Background: an optimization exercise with open tools, aiming at small area. Do not read the settings as production practice. Function was checked by simulation only, so behaviour that the tests miss may differ from the original. Power is estimated from default activity; no workload was simulated.

// sastrugi_unit
module sastrugi_unit (
    input  wire        clk, input  wire        rst,
    input  wire        cfg_we, input  wire [4:0]  cfg_shift,
    input  wire        smp_valid, input  wire [63:0] smp_value,
    input  wire        cap_req, input  wire        cap_clear, output wire        cap_busy,
    input  wire [4:0]  rd_sel, output wire [63:0] rd_data);
    reg [4:0]  shift;
    reg [3:0]  phase;
    reg [3:0]  cap_cnt;
    reg        cap_valid;
    assign cap_busy = (cap_cnt != 4'd0);
    wire take     = cap_req && !cap_busy;
    wire count_it = smp_valid && !cfg_we;
    wire restart  = cfg_we || (take && cap_clear);
    wire cap_act  = take || cap_busy;
    wire [4:0] smp_bin;
    m_bin ub(.v(smp_value), .s(shift), .b(smp_bin));
    always @(posedge clk) begin
        phase <= phase + 4'd1;
        if (rst) begin
            shift     <= 5'd0;
            cap_cnt   <= 4'd0;
            cap_valid <= 1'b0;
        end else begin
            if (cfg_we)
                shift <= cfg_shift;
            if (take) begin
                cap_cnt   <= 4'd1;
                cap_valid <= 1'b1;
            end else if (cap_busy)
                cap_cnt <= cap_cnt + 4'd1;
        end
    end
    wire [4:0] n_all0, n_all1, n_pre0, n_pre1; wire st_all, st_pre;
    m_hist uh(.clk(clk), .rst(rst), .count_it(count_it), .restart(restart), .smp_bin(smp_bin), .phase(phase), .cap_cnt(cap_cnt),
       .n_all0(n_all0), .n_all1(n_all1), .n_pre0(n_pre0), .n_pre1(n_pre1), .st_all(st_all), .st_pre(st_pre));
    wire [63:0] r0, rn, sn; wire [1023:0] cflat;
    m_head uhd(.r0(r0), .n_all0(n_all0), .n_all1(n_all1), .n_pre0(n_pre0), .n_pre1(n_pre1), .st_all(st_all), .st_pre(st_pre), .rn(rn), .sn(sn));
    m_rings ur(.clk(clk), .cap_act(cap_act), .rn(rn), .sn(sn), .r0(r0), .cflat(cflat));
    wire [63:0] cap_min, cap_max, cap_sum; wire [47:0] cap_count; wire cap_empty;
  ...
Size in the first run: about 6200 cells after synthesis, ~150 I/O pins, ~0.081 sq mm of cells after synthesis.
export LEC_CHECK = 0
export CAP_MARGIN = 20
export CORE_MARGIN = 2
export CORE_UTILIZATION = 60
export CTS_BUF_LIST = sky130_fd_sc_hd__clkbuf_16
export CTS_CLUSTER_DIAMETER = 80
export CTS_CLUSTER_SIZE = 30
export PLACE_DENSITY = 0.75
export SLEW_MARGIN = 20
create_clock -name core_clock -period 14.0 [get_ports {clk}]
run.sh (not shown) runs the stock make flow with config.mk's settings and CLKGATE_MAP_FILE= SYNTH_SCRIPT=/design/flow/synth_recipe.tcl, a recipe that flattens the netlist after the stock synthesis.
The first run completed with no timing, DRC or antenna violations.
==> next run, changes <==
Settings changed: CTS_BUF_LIST sky130_fd_sc_hd__clkbuf_16 to sky130_fd_sc_hd__clkbuf_8, CTS_CLUSTER_DIAMETER 80 to 50, CTS_CLUSTER_SIZE 30 to 16.
The new run completed with no timing, DRC or antenna violations.
Cell count grows by 1.6%.
Flip-flop and latch count stays the same.
Routed wire length grows by 0.52%.
Area after synthesis does not change.
Count of clock-buffer cells in the layout grows by 102.
Utilization grows by 0.37 points.

* * *

== job 101 ==
The RTL this note starts from:
==> flow/design.v <==
module sastrugi_unit (
    input  wire        clk,
    input  wire        rst,
    input  wire        cfg_we,
    input  wire [4:0]  cfg_shift,
    input  wire        smp_valid,
    input  wire [63:0] smp_value,
    input  wire        cap_req,
    input  wire        cap_clear,
    output wire        cap_busy,
    input  wire [4:0]  rd_sel,
    output reg  [63:0] rd_data
);
    integer i;
    reg [4:0]  shift;
    reg [3:0]  phase;        
    reg [3:0]  cap_cnt;      
    reg        cap_valid;    
    assign cap_busy = (cap_cnt != 4'd0);
    wire take     = cap_req && !cap_busy;
    wire count_it = smp_valid && !cfg_we;
    wire restart  = cfg_we || (take && cap_clear);
    wire cap_act  = take || cap_busy;
    always @(posedge clk) begin
        if (rst) begin
            phase     <= 4'd0;
            shift     <= 5'd0;
            cap_cnt   <= 4'd0;
            cap_valid <= 1'b0;
        end else begin
            phase <= phase + 4'd1;
            if (cfg_we)
                shift <= cfg_shift;
            if (take) begin
                cap_cnt   <= 4'd1;
                cap_valid <= 1'b1;
            end else if (cap_busy)
                cap_cnt <= cap_cnt + 4'd1;
        end
    end
    function [4:0] bin_of;
        input [63:0] v;
        input [4:0]  s;
        integer      n;
        reg   [6:0]  top;      
        reg   [6:0]  b;
        begin
            top = 7'd0;
            for (n = 0; n < 64; n = n + 1)
                if (v[n])
                    top = n + 1;
            if (top <= {2'b00, s})
                b = 7'd0;
            else
                b = top - {2'b00, s};
            bin_of = (b > 7'd31) ? 5'd31 : b[4:0];
        end
    endfunction
    wire [4:0] smp_bin = bin_of(smp_value, shift);
    reg [15:0] h_v, h_r, h_l;
    reg [3:0]  h_d [0:15];
    always @(posedge clk) begin
        h_v <= {h_v[14:0], !rst && count_it};
        h_r <= {h_r[14:0], rst || restart};
        h_l <= {h_l[14:0], smp_bin[0]};
        h_d[0] <= smp_bin[4:1] - phase;
        for (i = 1; i < 16; i = i + 1)
            h_d[i] <= h_d[i-1];
    end
    reg [15:0] hit, pre, m_all, z;
    always @(*) begin
        for (i = 0; i < 16; i = i + 1) begin
            hit[i] = h_v[i] && (h_d[i] == ((i + 1) & 15));
            pre[i] = (i >= cap_cnt);
        end
        m_all[0] = 1'b1;
        z[0]     = 1'b1;
        for (i = 1; i < 16; i = i + 1) begin
            m_all[i] = m_all[i-1] && !h_r[i-1];
            z[i]     = z[i-1] && !(h_r[i-1] && pre[i-1]);
        end
    end
    wire [15:0] m_pre = pre & z;
    function [4:0] pop16;
        input [15:0] x;
        integer k;
        begin
            pop16 = 5'd0;
            for (k = 0; k < 16; k = k + 1)
                pop16 = pop16 + {4'd0, x[k]};
        end
    endfunction
    wire [4:0] n_all0 = pop16(hit & ~h_l & m_all);
    wire [4:0] n_all1 = pop16(hit &  h_l & m_all);
    wire [4:0] n_pre0 = pop16(hit & ~h_l & m_pre);
    wire [4:0] n_pre1 = pop16(hit &  h_l & m_pre);
    wire       st_all = |h_r;            
    wire       st_pre = |(h_r & pre);    
    reg [63:0] ring  [0:15];     
    reg [63:0] cring [0:15];     
    function [31:0] sat_add;
        input [31:0] a;
        input [4:0]  n;
        input        z;
        reg   [5:0]  lo;
        reg   [27:0] hi;
        begin
            lo = {1'b0, a[4:0] & {5{~z}}} + {1'b0, n};
            hi = {1'b0, a[31:5] & {27{~z}}} + {27'd0, lo[5]};
            sat_add = {hi[26:0], lo[4:0]} | {32{hi[27]}};
        end
    endfunction
    always @(posedge clk) begin
        for (i = 0; i < 15; i = i + 1) begin
            ring[i]  <= ring[i+1];
            cring[i] <= cring[i+1];
        end
        ring[15]  <= {sat_add(ring[0][63:32], n_all1, st_all), sat_add(ring[0][31:0], n_all0, st_all)};
        cring[15] <= cap_act ? {sat_add(ring[0][63:32], n_pre1, st_pre), sat_add(ring[0][31:0], n_pre0, st_pre)}
                             : cring[0];
    end
    reg [47:0] count;
    reg [63:0] sum;
    reg [63:0] vmin;
    reg [63:0] vmax;
    reg        empty;        
    reg [47:0] cap_count;
    reg [63:0] cap_sum;
    reg [63:0] cap_min;
    reg [63:0] cap_max;
    reg        cap_empty;
    wire        e       = empty || restart;      
    wire [63:0] addend  = count_it ? smp_value : 64'd0;
    wire [64:0] sum_add = {1'b0, e ? 64'd0 : sum} + {1'b0, addend};
    wire [48:0] cnt_add = {1'b0, e ? 48'd0 : count} + {48'd0, count_it};
    always @(posedge clk) begin
        if (rst)
            empty <= 1'b1;
        else if (restart || count_it)
            empty <= !count_it;
        count <= cnt_add[48] ? {48{1'b1}} : cnt_add[47:0];
        sum   <= sum_add[64] ? {64{1'b1}} : sum_add[63:0];
        if (count_it) begin
            if (e || smp_value < vmin)
                vmin <= smp_value;
            if (e || smp_value > vmax)
                vmax <= smp_value;
        end
    end
    always @(posedge clk) begin
        if (take) begin
            cap_count <= count;
            cap_sum   <= sum;
            cap_min   <= vmin;
            cap_max   <= vmax;
            cap_empty <= empty;
        end
    end
    wire [3:0] slot = rd_sel[3:0] - phase;
    always @(*) begin
        rd_data = 64'd0;
        for (i = 0; i < 16; i = i + 1)
            if (cap_valid && !rd_sel[4] && slot == i)
                rd_data = rd_data | cring[i];
        if (cap_valid && rd_sel == 5'd16)
            rd_data = rd_data | cap_min | {64{cap_empty}};
        if (cap_valid && !cap_empty && rd_sel == 5'd17)
            rd_data = rd_data | cap_max;
        if (cap_valid && !cap_empty && rd_sel == 5'd18)
            rd_data = rd_data | {16'd0, cap_count};
        if (cap_valid && !cap_empty && rd_sel == 5'd19)
            rd_data = rd_data | cap_sum;
    end
endmodule
clock: 14.0 ns
lec_check: 0
cap_margin: 10
core_margin: 2
core_utilization: 70
place_density: 0.8
slew_margin: 10
standard.sh (not shown) runs the stock make flow with config.mk's settings and CLKGATE_MAP_FILE= SYNTH_SCRIPT=/design/flow/synth_recipe.tcl, a recipe that flattens the netlist after the stock synthesis.
==> flow/flow/run.sh <==
#!/bin/bash
# The standard layout (standard.sh) with three changes:
#  - synthesis maps logic with an area-oriented ABC script (flow/my_synth.tcl);
#  - clock tree synthesis inserts no dummy loads;
#  - port buffers use the smallest buffer cell.
# Each tool's output stays in the ORFS logs under orfs/logs; make's own output
# goes to standard_flow.log here.
set -euo pipefail
export FLOW_WORK="$PWD"
export FLOW_ABC_SCRIPT="$PWD/flow/area.abc"
sed "s#SYNTH_SCRIPT=[^ ]*#SYNTH_SCRIPT=$PWD/flow/my_synth.tcl#" standard.sh > my_standard.sh
grep -q "SYNTH_SCRIPT=$PWD/flow/my_synth.tcl" my_standard.sh
export CTS_ARGS="-sink_clustering_enable -repair_clock_nets -buf_list sky130_fd_sc_hd__clkbuf_8 -sink_clustering_size 18 -sink_clustering_max_diameter 45 -dont_use_dummy_load"
export BUFFER_PORTS_ARGS="-buffer_cell sky130_fd_sc_hd__buf_1"
bash my_standard.sh finish > standard_flow.log 2>&1
==> flow/flow/area.abc <==
&get -n
&st
&dch -f
&nf -R 1000 -p -F 8 -A 4
&st
&syn2
&if -g -K 6
&synch2
&nf -R 1000 -p -F 8 -A 4
&st
&dch -f
&nf -R 1000 -p -F 8 -A 4
&st
&dch -f
&nf -R 1000 -p -F 8 -A 4
&st
&syn2
&dch -f
&nf -R 1000 -p -F 8 -A 4
&st
&dch -f
&nf -R 1000 -p -F 8 -A 4
&put
topo
stime -c
dnsize -c
==> flow/flow/my_synth.tcl <==
# The standard flow's synthesis (synth_recipe.tcl, unchanged) with one difference: ABC maps the
# combinational logic with flow/area.abc, an area-oriented script, instead of
# ORFS's delay-oriented abc_speed.script. Registers are not touched by ABC.
proc abc {args} {
  set i [lsearch -exact $args -script]
  if {$i >= 0} { lset args [expr {$i + 1}] $::env(FLOW_ABC_SCRIPT) }
  yosys abc {*}$args
}
source $::env(FLOW_WORK)/synth_recipe.tcl
diff inputs: job 101 => job 102
Settings: swapping 0.8 for 0.75 in PLACE_DENSITY; swapping 10 for 5 in CAP_MARGIN; swapping 10 for 5 in SLEW_MARGIN; swapping 70 for 60 in CORE_UTILIZATION.
diff --git a/flow/flow/run.sh b/flow/flow/run.sh
--- a/flow/flow/run.sh
+++ b/flow/flow/run.sh
@@ -13 +13 @@
-export CTS_ARGS="-sink_clustering_enable -repair_clock_nets -buf_list sky130_fd_sc_hd__clkbuf_8 -sink_clustering_size 18 -sink_clustering_max_diameter 45 -dont_use_dummy_load"
+export CTS_ARGS="-sink_clustering_enable -repair_clock_nets -buf_list sky130_fd_sc_hd__clkbuf_8 -sink_clustering_size 18 -sink_clustering_max_diameter 50 -dont_use_dummy_load"
### Flow results
Of job 102 and job 101, it is job 102 that has the lower via count. Residual overflow from global routing: job 102 vs job 101 identical. Sort job 102 and job 101 by worst path setup slack after routing desc -> top: job 101. Against job 101, job 102 comes in 11 points lower on final core utilization. Job 101 | stages: all done | timing, DRC, antenna: all pass. Job 102: all stages complete, timing, DRC and antenna checks passed. Diff job 101..job 102 | number of buffers added on ports | unchanged.
Input changes introduced in job 103 (baseline for comparison: job 102):
Settings: PLACE_DENSITY now 0.85, was 0.75; CAP_MARGIN now 10, was 5; SLEW_MARGIN now 10, was 5; CORE_UTILIZATION now 75, was 60.
diff --git a/flow/flow/run.sh b/flow/flow/run.sh
--- a/flow/flow/run.sh
+++ b/flow/flow/run.sh
@@ -13 +13 @@
-export CTS_ARGS="-sink_clustering_enable -repair_clock_nets -buf_list sky130_fd_sc_hd__clkbuf_8 -sink_clustering_size 18 -sink_clustering_max_diameter 50 -dont_use_dummy_load"
+export CTS_ARGS="-sink_clustering_enable -repair_clock_nets -buf_list sky130_fd_sc_hd__clkbuf_8 -sink_clustering_size 20 -sink_clustering_max_diameter 45 -dont_use_dummy_load"
Results
The cell-internal power of job 102 and that of job 103 are within noise of each other.
Changes observed in job 103 relative to job 102: peak fanout along the critical path moved up, final period demand of the worst path up 150 ps, wire length has increased, initial cell density of the core went up by 15 points, worst clock skew on the final layout saw a decrease.
Going from job 102 to job 103, total of clock buffers placed in the layout moved down, proportion of power drawn by the clock network level, critical path depth moved up.
The standard cells in job 103 occupy less silicon area than those in job 102 do.
Job 102 ended up with sum[7] as its timing endpoint of the critical path; job 103 ended up with sum[2].

## what the ideal ports hide
Ports are ideal in the flow. The routed layouts listed here were re-timed in OpenROAD. Step 1: set_driving_cell puts a clkbuf_16 on clk and a buf_2 on each other input, an assumption about the parent block. Step 2 adds t to the input delays and takes it off the output delays; t is the mean of the earliest and latest rising clock arrival at the registers after step 1. Input paths then give back, and output paths get back, about the clock's delay inside the block. Slacks: no drivers / after step 1 / after step 2; pairs: no drivers / after step 1.
| run | shift t [ns] | slack for setup (ns) | worst setup path after step 2 | latest minus earliest clock arrival (ns) | worst data-port slew with drivers (ns) |
|---|---|---|---|---|---|
| the first run of note 1 | 0.833 | 3.541 / 3.485 / 3.485 | input to output | 0.043 / 0.043 | 0.05 |
| the second run of note 1 | 1.020 | 3.497 / 3.442 / 3.442 | input to output | 0.051 / 0.051 | 0.05 |
| job 101 | 0.938 | 3.498 / 3.548 / 2.610 | input to register | 0.148 / 0.148 | 0.18 |
| job 102 | 0.990 | 2.997 / 3.048 / 2.058 | input to register | 0.142 / 0.142 | 0.19 |
| job 103 | 0.947 | 2.842 / 2.902 / 1.956 | input to register | 0.135 / 0.135 | 0.15 |
After both steps every run listed still meets setup and hold. The setup slack of job 102, which loses most, moves by +0.051 ns with the drivers and by -0.939 ns with both steps.
